From an optimization exercise on the open Yosys and OpenROAD flow, aimed at small area, a short achievable clock period and few clock cycles per item; shortcuts taken in it are not production practice.
RTL that was checked went through simulation tests only; none was proved equivalent to the original.
Power and IR drop assume default switching activity.

==> v28: inputs <==
==> flow/design.v <==
module can_fd_tx (
    input  wire        clk,
    input  wire        rst,
    input  wire        wr_en,
    input  wire [5:0]  wr_addr,
    input  wire [7:0]  wr_data,
    input  wire        start,
    input  wire [28:0] ident,
    input  wire        ide,
    input  wire        rtr,
    input  wire        fdf,
    input  wire        brs,
    input  wire        esi,
    input  wire [3:0]  dlc,
    output reg         busy,
    output wire        tx_valid,
    input  wire        tx_ready,
    output reg         tx_bit,
    output reg  [4:0]  tx_field,
    output reg         tx_stuff,
    output reg         tx_fast,
    output reg         tx_last
);
    localparam [4:0] F_SOF         = 5'h00;
    localparam [4:0] F_BASE_ID     = 5'h01;
    localparam [4:0] F_RTR_SRR     = 5'h02;
    localparam [4:0] F_IDE         = 5'h03;
    localparam [4:0] F_EXT_ID      = 5'h04;
    localparam [4:0] F_RTR2        = 5'h05;
    localparam [4:0] F_FDF         = 5'h06;
    localparam [4:0] F_RES         = 5'h07;
    localparam [4:0] F_BRS         = 5'h08;
    localparam [4:0] F_ESI         = 5'h09;
    localparam [4:0] F_DLC         = 5'h0A;
    localparam [4:0] F_DATA        = 5'h0B;
    localparam [4:0] F_STUFF_COUNT = 5'h0C;
    localparam [4:0] F_CRC         = 5'h0D;
    localparam [4:0] F_CRC_DELIM   = 5'h0E;
    localparam [4:0] F_ACK         = 5'h0F;
    localparam [4:0] F_ACK_DELIM   = 5'h10;
    localparam [4:0] F_EOF         = 5'h11;
    localparam HDR  = 0;    
    localparam DATA = 1;
    localparam CRC  = 2;    
    localparam FDC  = 3;    
    localparam TAIL = 4;    
    localparam [20:0] PM15 = 21'h4599 << 6;
    localparam [20:0] PM17 = 21'h1685B << 4;
    localparam [20:0] PM21 = 21'h102899;
    reg [511:0] buffer;     
    reg [7:0]   w_row;
    reg [7:0]   w_col;
    reg [7:0]   w_data;
    integer     k;
    always @(posedge clk) begin
        w_row  <= (wr_en && idle) ? (8'd1 << wr_addr[5:3]) : 8'd0;
        w_col  <= 8'd1 << wr_addr[2:0];
        w_data <= wr_data;
        for (k = 0; k < 64; k = k + 1)
            if (w_row[k / 8] && w_col[k % 8])
                buffer[8 * k +: 8] <= w_data;
    end
    assign tx_valid = busy;
    reg [39:0] hsr;
    reg        h_ide;
    reg        h_fdf;
    reg        h_brs;      
    reg        h_wide;     
    reg  idle;
    wire accept = start && idle;
    wire        rtr_s = rtr & ~fdf;
    wire [10:0] base  = ide ? ident[28:18] : ident[10:0];
    wire [7:0]  tl_b  = fdf ? {1'b1, 1'b0, brs, esi, dlc} : {1'b0, dlc, 3'b000};
    wire [7:0]  tl_e  = fdf ? {1'b1, 1'b0, brs, esi, dlc} : {2'b00, dlc, 2'b00};
    wire [39:0] hload = {base, ide | rtr_s, ide,
                         ide ? ident[17:10] : tl_b,
                         ident[9:0], rtr_s, tl_e};
    reg [5:0] lm1;
    reg       len0;        
    reg [5:0] lm1_in;
    always @* begin
        case ({fdf, dlc})
            5'h00, 5'h10: lm1_in = 6'd0;    
            5'h09, 5'h0A, 5'h0B, 5'h0C,
            5'h0D, 5'h0E, 5'h0F: lm1_in = 6'd7;
            5'h19: lm1_in = 6'd11;
            5'h1A: lm1_in = 6'd15;
            5'h1B: lm1_in = 6'd19;
            5'h1C: lm1_in = 6'd23;
            5'h1D: lm1_in = 6'd31;
            5'h1E: lm1_in = 6'd47;
            5'h1F: lm1_in = 6'd63;
            5'h01, 5'h11: lm1_in = 6'd0;
            5'h02, 5'h12: lm1_in = 6'd1;
            5'h03, 5'h13: lm1_in = 6'd2;
            5'h04, 5'h14: lm1_in = 6'd3;
            5'h05, 5'h15: lm1_in = 6'd4;
            5'h06, 5'h16: lm1_in = 6'd5;
            5'h07, 5'h17: lm1_in = 6'd6;
            default: lm1_in = 6'd7;    
        endcase
    end
    wire wide_in = fdf & dlc[3] & (dlc[2] | (dlc[1] & dlc[0]));    
    reg [15:0] a_lm;        
    reg [3:0]  a_hi;        
    reg [7:0] p0, p1;
    reg       lastbyte;     
    reg [7:0] rd0, rd1;
    integer i;
    always @* begin
        rd0 = 8'd0;
        rd1 = 8'd0;
        for (i = 0; i < 32; i = i + 1) begin
            if (a_hi[i / 16] && a_lm[i % 16])
                rd0 = rd0 | buffer[8 * i +: 8];
            if (a_hi[2 + i / 16] && a_lm[i % 16])
                rd1 = rd1 | buffer[8 * (32 + i) +: 8];
        end
    end
    always @(posedge clk) begin
        p0 <= rd0;
        p1 <= rd1;
    end
    wire [7:0] nbyte = p0 | p1;
    wire [15:0] l_lm = 16'd1 << lm1[3:0];
    wire [3:0]  l_hi = 4'b0001 << lm1[5:4];
    wire at_last = |(a_lm & l_lm) && |(a_hi & l_hi);
    reg [4:0]  st;          
    reg        h_last;      
    reg        f_fsb;       
    reg        f_sc;        
    reg        f_crc;       
    reg [5:0]  cnt;         
    reg [2:0]  run;         
    reg        stuff_due;   
    reg [2:0]  stuff_cnt;   
    reg [20:0] crc;
    wire [2:0]  sc_gray = stuff_cnt ^ (stuff_cnt >> 1);
    wire [3:0]  sc_bits = {sc_gray, ^sc_gray};
    wire [20:0] pmask   = h_fdf ? (h_wide ? PM21 : PM17) : PM15;
    reg [4:0] h_fld;
    reg       h_end;
    reg       h_fast;
    always @* begin
        if (cnt <= 6'd10)      h_fld = F_BASE_ID;
        else if (cnt == 6'd11) h_fld = F_RTR_SRR;
        else if (cnt == 6'd12) h_fld = F_IDE;
        else if (h_ide) begin
            if (cnt <= 6'd30)      h_fld = F_EXT_ID;
            else if (cnt == 6'd31) h_fld = F_RTR2;
            else if (cnt == 6'd32) h_fld = F_FDF;
            else if (cnt == 6'd33) h_fld = F_RES;
            else if (cnt == 6'd34) h_fld = h_fdf ? F_BRS : F_DLC;
            else if (cnt == 6'd35) h_fld = h_fdf ? F_ESI : F_DLC;
            else                   h_fld = F_DLC;
        end else begin
            if (cnt == 6'd13)      h_fld = F_FDF;
            else if (cnt == 6'd14) h_fld = h_fdf ? F_RES : F_DLC;
            else if (cnt == 6'd15) h_fld = h_fdf ? F_BRS : F_DLC;
            else if (cnt == 6'd16) h_fld = h_fdf ? F_ESI : F_DLC;
            else                   h_fld = F_DLC;
        end
        h_end  = (cnt == (h_ide ? (h_fdf ? 6'd38 : 6'd36) : (h_fdf ? 6'd19 : 6'd16)));
        h_fast = h_brs && (cnt >= (h_ide ? 6'd35 : 6'd16));
    end
    wire fd_fsb  = (cnt[2:0] == 3'd0);
    wire fd_sc   = (cnt[5:3] == 3'd0);
    wire fd_end  = (cnt[2:0] == 3'd1) && (cnt[5:3] == (h_wide ? 3'd6 : 3'd5));
    wire d_end   = (cnt[2:0] == 3'd7);           
    wire c_end   = (cnt[3:0] == 4'd14);          
    wire t_last  = (cnt[3:0] == 4'd9);           
    wire from_hsr = st[HDR] || st[DATA] || f_sc;
    wire from_crc = st[CRC] || f_crc;
    wire is_fsb   = f_fsb;
    wire g_lvl    = from_hsr ? hsr[39] : from_crc ? crc[20] : is_fsb ? ~tx_bit : 1'b1;
    wire dyn_last = (st[HDR] && h_last && len0) || (st[DATA] && d_end && lastbyte);
    wire g_dyn    = st[HDR] || st[DATA] || st[CRC];
    wire g_crc    = st[HDR] || st[DATA] || f_sc;
    wire g_ld     = (st[HDR] && h_last && !len0) || (st[DATA] && d_end && !lastbyte);
    reg [4:0] g_fld;
    always @* begin
        g_fld = F_EOF;
        if (st[HDR])  g_fld = h_fld;
        if (st[DATA]) g_fld = F_DATA;
        if (st[CRC])  g_fld = F_CRC;
        if (st[FDC])  g_fld = (fd_sc || (cnt[5:3] == 3'd1 && fd_fsb)) ? F_STUFF_COUNT : F_CRC;
        if (st[TAIL])
            case (cnt[3:0])
                4'd0:    g_fld = F_CRC_DELIM;
                4'd1:    g_fld = F_ACK;
                4'd2:    g_fld = F_ACK_DELIM;
                default: g_fld = F_EOF;
            endcase
    end
    wire g_fast = (st[HDR] && h_fast) || ((st[DATA] || st[FDC]) && h_brs);
    wire load = !idle && tx_ready && !tx_last;
    wire gen  = load && !stuff_due;
    wire        c_in   = stuff_due ? ~tx_bit : hsr[39];
    wire [20:0] crc_st = {crc[19:0], 1'b0} ^ ((c_in ^ crc[20]) ? pmask : 21'd0);
    wire [2:0] g_run = (g_lvl != tx_bit) ? 3'd1 : run + 3'd1;
    always @(posedge clk) begin
        if (rst) begin
            busy <= 1'b0;
            idle <= 1'b1;
        end else if (accept) begin
            busy <= 1'b1;
            idle <= 1'b0;
        end else if (!idle && tx_ready && tx_last) begin
            busy <= 1'b0;
            idle <= 1'b1;
        end
    end
    always @(posedge clk) begin
        if (idle) begin
            hsr       <= hload;
            h_ide     <= ide;
            h_fdf     <= fdf;
            len0      <= fdf ? (dlc == 4'd0) : (rtr || dlc == 4'd0);
            h_last    <= 1'b0;
            f_fsb     <= 1'b0;
            f_sc      <= 1'b0;
            f_crc     <= 1'b0;
            h_brs     <= fdf & brs;
            h_wide    <= wide_in;
            lm1       <= lm1_in;
            tx_bit    <= 1'b0;
            tx_field  <= F_SOF;
            tx_stuff  <= 1'b0;
            tx_fast   <= 1'b0;
            tx_last   <= 1'b0;
            st        <= 5'b00001;
            cnt       <= 6'd0;
            a_lm      <= 16'd1;
            a_hi      <= 4'b0001;
            run       <= 3'd1;
            stuff_due <= 1'b0;
            stuff_cnt <= 3'd0;
            crc       <= fdf ? (wide_in ? PM21 : PM17) : 21'd0;
        end else if (load) begin
            if (stuff_due) begin
                tx_bit    <= ~tx_bit;
                tx_stuff  <= 1'b1;
                tx_fast   <= g_fast;
                run       <= 3'd1;
                stuff_due <= 1'b0;
                stuff_cnt <= stuff_cnt + 3'd1;
                if (h_fdf)
                    crc <= crc_st;
            end else begin
                tx_bit    <= g_lvl;
                tx_field  <= g_fld;
                tx_stuff  <= is_fsb;
                tx_fast   <= g_fast;
                tx_last   <= st[TAIL] && t_last;
                run       <= g_run;
                stuff_due <= g_dyn && !(dyn_last && h_fdf) && (g_run == 3'd5);
                cnt <= cnt + 6'd1;
                if (st[HDR] && h_last) begin
                    cnt <= 6'd0;
                    st  <= !len0 ? 5'b00010 : h_fdf ? 5'b01000 : 5'b00100;
                end
                if (st[DATA] && d_end)
                    cnt <= 6'd0;
                if (st[DATA] && d_end && lastbyte) begin
                    st  <= h_fdf ? 5'b01000 : 5'b00100;
                end
                if (st[CRC] && c_end) begin
                    cnt <= 6'd0;
                    st  <= 5'b10000;
                end
                if (st[FDC] && cnt[2:0] == 3'd4)
                    cnt <= {cnt[5:3] + 3'd1, 3'b000};
                if (st[FDC] && fd_end) begin
                    cnt <= 6'd0;
                    st  <= 5'b10000;
                end
                h_last <= h_end;
                f_fsb <= 1'b0;
                f_sc  <= 1'b0;
                f_crc <= 1'b0;
                if (dyn_last && h_fdf)
                    f_fsb <= 1'b1;
                if (st[FDC] && !fd_end) begin
                    if (cnt[2:0] == 3'd4)
                        f_fsb <= 1'b1;
                    else if (fd_sc)
                        f_sc  <= 1'b1;
                    else
                        f_crc <= 1'b1;
                end
                hsr <= {hsr[38:0], 1'b0};
                if (g_ld) begin
                    hsr[39:32] <= nbyte;
                    lastbyte   <= at_last;
                    a_lm       <= {a_lm[14:0], a_lm[15]};
                    if (a_lm[15])
                        a_hi <= {a_hi[2:0], a_hi[3]};
                end
                if (dyn_last && h_fdf)
                    hsr[38:35] <= sc_bits;
                if (g_crc)
                    crc <= crc_st;
                else if (!is_fsb)
                    crc <= {crc[19:0], 1'b0};
            end
        end
    end
endmodule
==> flow/flow/run.sh <==
#!/bin/bash
# The standard layout (the standard.sh, unchanged synthesis and steps)
# with two changes made through ORFS's own variables:
#  - the port buffers are buf_2 cells instead of the default delay buffers;
#  - clock tree synthesis gets the same clustering as config.mk but no
#    dummy loads.
# standard.sh's full output goes to standard.log in this folder; ORFS keeps
# each step's log under orfs/logs/.
set -e
export BUFFER_PORTS_ARGS="-buffer_cell sky130_fd_sc_hd__buf_2"
export CTS_ARGS="-sink_clustering_enable -repair_clock_nets -sink_clustering_size 22 -sink_clustering_max_diameter 150 -dont_use_dummy_load"
bash standard.sh > standard.log 2>&1
==> flow/standard.sh <==
#!/bin/bash
# synth_recipe.tcl (not shown) runs the flow's synth.tcl, then flattens the netlist and writes it again
# the make line also repeats each setting of config.mk as NAME=value (left out here)
make -C /OpenROAD-flow-scripts/flow DESIGN_CONFIG=/design/flow/config.mk WORK_HOME=/design/flow/orfs CLKGATE_MAP_FILE= SYNTH_SCRIPT=/design/flow/synth_recipe.tcl "${@:-finish}"
==> flow/config.mk <==
export PLATFORM = sky130hd
export DESIGN_NAME = can_fd_tx
export DESIGN_NICKNAME = can_fd_tx
export VERILOG_FILES = /design/flow/design.v
export SDC_FILE = /design/flow/constraint.sdc
export NUM_CORES = 4
export LEC_CHECK = 0
export ABC_CLOCK_PERIOD_IN_PS = 2200
export CAP_MARGIN = 20
export CORE_MARGIN = 2
export CORE_UTILIZATION = 40
export CTS_CLUSTER_DIAMETER = 150
export CTS_CLUSTER_SIZE = 22
export PLACE_DENSITY = 0.6
export SETUP_SLACK_MARGIN = 2.8
export SLEW_MARGIN = 20
==> flow/constraint.sdc <==
create_clock -name core_clock -period 5.0 [get_ports {clk}]
set_input_delay 1.0000 -clock core_clock [delete_from_list [all_inputs] [get_ports {clk}]]
set_output_delay 1.0000 -clock core_clock [all_outputs]
set_load 0.01 [all_outputs]
==> v36: changes against v28 <==
--- a/flow/design.v
+++ b/flow/design.v
@@ -127,9 +127,6 @@
     wire at_last = |(a_lm & l_lm) && |(a_hi & l_hi);
     reg [4:0]  st;          
     reg        h_last;      
-    reg        f_fsb;       
-    reg        f_sc;        
-    reg        f_crc;       
     reg [5:0]  cnt;         
     reg [2:0]  run;         
     reg        stuff_due;   
@@ -169,13 +166,13 @@
     wire d_end   = (cnt[2:0] == 3'd7);           
     wire c_end   = (cnt[3:0] == 4'd14);          
     wire t_last  = (cnt[3:0] == 4'd9);           
-    wire from_hsr = st[HDR] || st[DATA] || f_sc;
-    wire from_crc = st[CRC] || f_crc;
-    wire is_fsb   = f_fsb;
+    wire from_hsr = st[HDR] || st[DATA] || (st[FDC] && fd_sc && !fd_fsb);
+    wire from_crc = st[CRC] || (st[FDC] && !fd_sc && !fd_fsb);
+    wire is_fsb   = st[FDC] && fd_fsb;
     wire g_lvl    = from_hsr ? hsr[39] : from_crc ? crc[20] : is_fsb ? ~tx_bit : 1'b1;
     wire dyn_last = (st[HDR] && h_last && len0) || (st[DATA] && d_end && lastbyte);
     wire g_dyn    = st[HDR] || st[DATA] || st[CRC];
-    wire g_crc    = st[HDR] || st[DATA] || f_sc;
+    wire g_crc    = st[HDR] || st[DATA] || (st[FDC] && fd_sc && !fd_fsb);
     wire g_ld     = (st[HDR] && h_last && !len0) || (st[DATA] && d_end && !lastbyte);
     reg [4:0] g_fld;
     always @* begin
@@ -217,9 +214,6 @@
             h_fdf     <= fdf;
             len0      <= fdf ? (dlc == 4'd0) : (rtr || dlc == 4'd0);
             h_last    <= 1'b0;
-            f_fsb     <= 1'b0;
-            f_sc      <= 1'b0;
-            f_crc     <= 1'b0;
             h_brs     <= fdf & brs;
             h_wide    <= wide_in;
             lm1       <= lm1_in;
@@ -275,19 +269,6 @@
                     st  <= 5'b10000;
                 end
                 h_last <= h_end;
-                f_fsb <= 1'b0;
-                f_sc  <= 1'b0;
-                f_crc <= 1'b0;
-                if (dyn_last && h_fdf)
-                    f_fsb <= 1'b1;
-                if (st[FDC] && !fd_end) begin
-                    if (cnt[2:0] == 3'd4)
-                        f_fsb <= 1'b1;
-                    else if (fd_sc)
-                        f_sc  <= 1'b1;
-                    else
-                        f_crc <= 1'b1;
-                end
                 hsr <= {hsr[38:0], 1'b0};
                 if (g_ld) begin
                     hsr[39:32] <= nbyte;
==> flow/run.sh (new file) <==
#!/bin/bash
# synth_recipe.tcl (not shown) runs the flow's synth.tcl, then flattens the netlist and writes it again
# the make line also repeats each setting of config.mk as NAME=value (left out here)
make -C /OpenROAD-flow-scripts/flow DESIGN_CONFIG=/design/flow/config.mk WORK_HOME=/design/flow/orfs CLKGATE_MAP_FILE= SYNTH_SCRIPT=/design/flow/synth_recipe.tcl finish
Settings changed: GPL_TIMING_DRIVEN set to 0.
removed: flow/flow/run.sh
removed: flow/standard.sh
==> v3: changes against v28 <==
--- a/flow/design.v
+++ b/flow/design.v
@@ -47,18 +47,16 @@
     localparam [20:0] PM15 = 21'h4599 << 6;
     localparam [20:0] PM17 = 21'h1685B << 4;
     localparam [20:0] PM21 = 21'h102899;
-    reg [511:0] buffer;     
-    reg [7:0]   w_row;
-    reg [7:0]   w_col;
-    reg [7:0]   w_data;
-    integer     k;
-    always @(posedge clk) begin
-        w_row  <= (wr_en && idle) ? (8'd1 << wr_addr[5:3]) : 8'd0;
-        w_col  <= 8'd1 << wr_addr[2:0];
+    reg [7:0] buffer [0:63];
+    reg       w_en;
+    reg [5:0] w_addr;
+    reg [7:0] w_data;
+    always @(posedge clk) begin
+        w_en   <= wr_en && !busy;
+        w_addr <= wr_addr;
         w_data <= wr_data;
-        for (k = 0; k < 64; k = k + 1)
-            if (w_row[k / 8] && w_col[k % 8])
-                buffer[8 * k +: 8] <= w_data;
+        if (w_en)
+            buffer[w_addr] <= w_data;
     end
     assign tx_valid = busy;
     reg [39:0] hsr;
@@ -66,8 +64,8 @@
     reg        h_fdf;
     reg        h_brs;      
     reg        h_wide;     
-    reg  idle;
-    wire accept = start && idle;
+    reg [3:0]  h_dlc;
+    wire accept = start && !busy;
     wire        rtr_s = rtr & ~fdf;
     wire [10:0] base  = ide ? ident[28:18] : ident[10:0];
     wire [7:0]  tl_b  = fdf ? {1'b1, 1'b0, brs, esi, dlc} : {1'b0, dlc, 3'b000};
@@ -77,32 +75,24 @@
                          ident[9:0], rtr_s, tl_e};
     reg [5:0] lm1;
     reg       len0;        
-    reg [5:0] lm1_in;
-    always @* begin
-        case ({fdf, dlc})
-            5'h00, 5'h10: lm1_in = 6'd0;    
-            5'h09, 5'h0A, 5'h0B, 5'h0C,
-            5'h0D, 5'h0E, 5'h0F: lm1_in = 6'd7;
-            5'h19: lm1_in = 6'd11;
-            5'h1A: lm1_in = 6'd15;
-            5'h1B: lm1_in = 6'd19;
-            5'h1C: lm1_in = 6'd23;
-            5'h1D: lm1_in = 6'd31;
-            5'h1E: lm1_in = 6'd47;
-            5'h1F: lm1_in = 6'd63;
-            5'h01, 5'h11: lm1_in = 6'd0;
-            5'h02, 5'h12: lm1_in = 6'd1;
-            5'h03, 5'h13: lm1_in = 6'd2;
-            5'h04, 5'h14: lm1_in = 6'd3;
-            5'h05, 5'h15: lm1_in = 6'd4;
-            5'h06, 5'h16: lm1_in = 6'd5;
-            5'h07, 5'h17: lm1_in = 6'd6;
-            default: lm1_in = 6'd7;    
-        endcase
-    end
-    wire wide_in = fdf & dlc[3] & (dlc[2] | (dlc[1] & dlc[0]));    
-    reg [15:0] a_lm;        
-    reg [3:0]  a_hi;        
+    always @* begin
+        lm1  = {2'b00, h_dlc} - 6'd1;
+        if (h_fdf) begin
+            case (h_dlc)
+                4'd9:  lm1 = 6'd11;
+                4'd10: lm1 = 6'd15;
+                4'd11: lm1 = 6'd19;
+                4'd12: lm1 = 6'd23;
+                4'd13: lm1 = 6'd31;
+                4'd14: lm1 = 6'd47;
+                4'd15: lm1 = 6'd63;
+                default: ;
+            endcase
+        end else begin
+            if (h_dlc[3]) lm1 = 6'd7;
+        end
+    end
+    reg [3:0] a_lo, a_mid, a_hi;
     reg [7:0] p0, p1;
     reg       lastbyte;     
     reg [7:0] rd0, rd1;
@@ -111,10 +101,10 @@
         rd0 = 8'd0;
         rd1 = 8'd0;
         for (i = 0; i < 32; i = i + 1) begin
-            if (a_hi[i / 16] && a_lm[i % 16])
-                rd0 = rd0 | buffer[8 * i +: 8];
-            if (a_hi[2 + i / 16] && a_lm[i % 16])
-                rd1 = rd1 | buffer[8 * (32 + i) +: 8];
+            if (a_hi[i / 16] && a_mid[(i / 4) % 4] && a_lo[i % 4])
+                rd0 = rd0 | buffer[i];
+            if (a_hi[2 + i / 16] && a_mid[(i / 4) % 4] && a_lo[i % 4])
+                rd1 = rd1 | buffer[32 + i];
         end
     end
     always @(posedge clk) begin
@@ -122,14 +112,12 @@
         p1 <= rd1;
     end
     wire [7:0] nbyte = p0 | p1;
-    wire [15:0] l_lm = 16'd1 << lm1[3:0];
-    wire [3:0]  l_hi = 4'b0001 << lm1[5:4];
-    wire at_last = |(a_lm & l_lm) && |(a_hi & l_hi);
+    wire [3:0] l_lo  = 4'b0001 << lm1[1:0];
+    wire [3:0] l_mid = 4'b0001 << lm1[3:2];
+    wire [3:0] l_hi  = 4'b0001 << lm1[5:4];
+    wire at_last = |(a_lo & l_lo) && |(a_mid & l_mid) && |(a_hi & l_hi);
     reg [4:0]  st;          
     reg        h_last;      
-    reg        f_fsb;       
-    reg        f_sc;        
-    reg        f_crc;       
     reg [5:0]  cnt;         
     reg [2:0]  run;         
     reg        stuff_due;   
@@ -169,13 +157,13 @@
     wire d_end   = (cnt[2:0] == 3'd7);           
     wire c_end   = (cnt[3:0] == 4'd14);          
     wire t_last  = (cnt[3:0] == 4'd9);           
-    wire from_hsr = st[HDR] || st[DATA] || f_sc;
-    wire from_crc = st[CRC] || f_crc;
-    wire is_fsb   = f_fsb;
+    wire from_hsr = st[HDR] || st[DATA] || (st[FDC] && fd_sc && !fd_fsb);
+    wire from_crc = st[CRC] || (st[FDC] && !fd_sc && !fd_fsb);
+    wire is_fsb   = st[FDC] && fd_fsb;
     wire g_lvl    = from_hsr ? hsr[39] : from_crc ? crc[20] : is_fsb ? ~tx_bit : 1'b1;
     wire dyn_last = (st[HDR] && h_last && len0) || (st[DATA] && d_end && lastbyte);
     wire g_dyn    = st[HDR] || st[DATA] || st[CRC];
-    wire g_crc    = st[HDR] || st[DATA] || f_sc;
+    wire g_crc    = st[HDR] || st[DATA] || (st[FDC] && fd_sc && !fd_fsb);
     wire g_ld     = (st[HDR] && h_last && !len0) || (st[DATA] && d_end && !lastbyte);
     reg [4:0] g_fld;
     always @* begin
@@ -193,7 +181,7 @@
             endcase
     end
     wire g_fast = (st[HDR] && h_fast) || ((st[DATA] || st[FDC]) && h_brs);
-    wire load = !idle && tx_ready && !tx_last;
+    wire load = busy && tx_ready && !tx_last;
     wire gen  = load && !stuff_due;
     wire        c_in   = stuff_due ? ~tx_bit : hsr[39];
     wire [20:0] crc_st = {crc[19:0], 1'b0} ^ ((c_in ^ crc[20]) ? pmask : 21'd0);
@@ -201,28 +189,22 @@
     always @(posedge clk) begin
         if (rst) begin
             busy <= 1'b0;
-            idle <= 1'b1;
         end else if (accept) begin
             busy <= 1'b1;
-            idle <= 1'b0;
-        end else if (!idle && tx_ready && tx_last) begin
+        end else if (busy && tx_ready && tx_last) begin
             busy <= 1'b0;
-            idle <= 1'b1;
-        end
-    end
-    always @(posedge clk) begin
-        if (idle) begin
+        end
+    end
+    always @(posedge clk) begin
+        if (accept) begin
             hsr       <= hload;
             h_ide     <= ide;
             h_fdf     <= fdf;
             len0      <= fdf ? (dlc == 4'd0) : (rtr || dlc == 4'd0);
             h_last    <= 1'b0;
-            f_fsb     <= 1'b0;
-            f_sc      <= 1'b0;
-            f_crc     <= 1'b0;
             h_brs     <= fdf & brs;
-            h_wide    <= wide_in;
-            lm1       <= lm1_in;
+            h_wide    <= fdf & (dlc > 4'd10);
+            h_dlc     <= dlc;
             tx_bit    <= 1'b0;
             tx_field  <= F_SOF;
             tx_stuff  <= 1'b0;
@@ -230,12 +212,13 @@
             tx_last   <= 1'b0;
             st        <= 5'b00001;
             cnt       <= 6'd0;
-            a_lm      <= 16'd1;
+            a_lo      <= 4'b0001;
+            a_mid     <= 4'b0001;
             a_hi      <= 4'b0001;
             run       <= 3'd1;
             stuff_due <= 1'b0;
             stuff_cnt <= 3'd0;
-            crc       <= fdf ? (wide_in ? PM21 : PM17) : 21'd0;
+            crc       <= fdf ? ((dlc > 4'd10) ? PM21 : PM17) : 21'd0;
         end else if (load) begin
             if (stuff_due) begin
                 tx_bit    <= ~tx_bit;
@@ -275,26 +258,16 @@
                     st  <= 5'b10000;
                 end
                 h_last <= h_end;
-                f_fsb <= 1'b0;
-                f_sc  <= 1'b0;
-                f_crc <= 1'b0;
-                if (dyn_last && h_fdf)
-                    f_fsb <= 1'b1;
-                if (st[FDC] && !fd_end) begin
-                    if (cnt[2:0] == 3'd4)
-                        f_fsb <= 1'b1;
-                    else if (fd_sc)
-                        f_sc  <= 1'b1;
-                    else
-                        f_crc <= 1'b1;
-                end
                 hsr <= {hsr[38:0], 1'b0};
                 if (g_ld) begin
                     hsr[39:32] <= nbyte;
                     lastbyte   <= at_last;
-                    a_lm       <= {a_lm[14:0], a_lm[15]};
-                    if (a_lm[15])
-                        a_hi <= {a_hi[2:0], a_hi[3]};
+                    a_lo       <= {a_lo[2:0], a_lo[3]};
+                    if (a_lo[3]) begin
+                        a_mid <= {a_mid[2:0], a_mid[3]};
+                        if (a_mid[3])
+                            a_hi <= {a_hi[2:0], a_hi[3]};
+                    end
                 end
                 if (dyn_last && h_fdf)
                     hsr[38:35] <= sc_bits;
==> flow/run.sh (new file) <==
#!/bin/bash
# synth_recipe.tcl (not shown) runs the flow's synth.tcl, then flattens the netlist and writes it again
# the make line also repeats each setting of config.mk as NAME=value (left out here)
make -C /OpenROAD-flow-scripts/flow DESIGN_CONFIG=/design/flow/config.mk WORK_HOME=/design/flow/orfs CLKGATE_MAP_FILE= SYNTH_SCRIPT=/design/flow/synth_recipe.tcl finish
Settings changed: CTS_CLUSTER_DIAMETER 150 to not set, CTS_CLUSTER_SIZE 22 to not set.
removed: flow/flow/run.sh
removed: flow/standard.sh
==> comparison table <==
Share of the synthesized area in compound gates (AO/OA/AOI/OAI): v36 12.9%; v28 12.6%; v3 14.3%
Total Wirelength: v36 82400 um; v28 70200 um; v3 84100 um
Combinational Power: v36 0.485 mW; v28 0.396 mW; v3 0.608 mW
Status: v36 complete, no violations; v28 complete, no violations; v3 complete, no violations
Post-layout instance area: v36 0.0300 mm^2; v28 0.0286 mm^2; v3 0.0316 mm^2
Total Power: v36 10.1 mW; v28 9.71 mW; v3 11.8 mW
Chip Width: v36 260 um; v28 260 um; v3 261 um
Proportion of layout cells with a drive suffix above 1: v36 14.8%; v28 12.2%; v3 19.0%
GR Util met3: v36 3.76%; v28 2.97%; v3 6.08%
Worst slack, placed: v36 1290 ps; v28 1880 ps; v3 1510 ps
Nonclk inv count: v36 32; v28 30; v3 32
Post-synthesis simple-gate area fraction: v36 7.64%; v28 7.42%; v3 9.32%
Worst setup slack for register-to-register paths: v36 2680 ps; v28 2820 ps; v3 2580 ps
Testbench counts of v36, summed over its fixed seeds: cycles 52,801, bits 49,405.
Testbench counts of v3, summed over its fixed seeds: cycles 52,801, bits 49,405.
Only the layout flow was run in v28; the RTL was not checked for function there.

separate check: timing with driven ports:
How much do the figures lean on ideal ports? The routed layouts below were timed once more, with nothing changed but the port constraints.
Step 1: set_driving_cell puts a clkbuf_16 on clk and a buf_2 on each other input, an assumption about the parent block.
Step 2 also shifts input and output timing later by t, the mid clock arrival at the registers, as if the neighbouring blocks saw the same clock.
Slacks: ideal / step 1 / step 2; pairs: ideal / step 1.
run | t, ns | setup WS [ns] | cell pins on the clock port's net
v28 | 0.630 | 2.824 / 2.808 / 2.365 | 1
v36 | 0.646 | 2.682 / 2.682 / 2.107 | 1
v3 | 0.669 | 2.580 / 2.580 / 2.244 | 1
After both steps every run listed still meets setup and hold. For v36, which loses most, drivers alone change the setup slack by 0.000 ns; drivers and shift together by -0.575 ns.
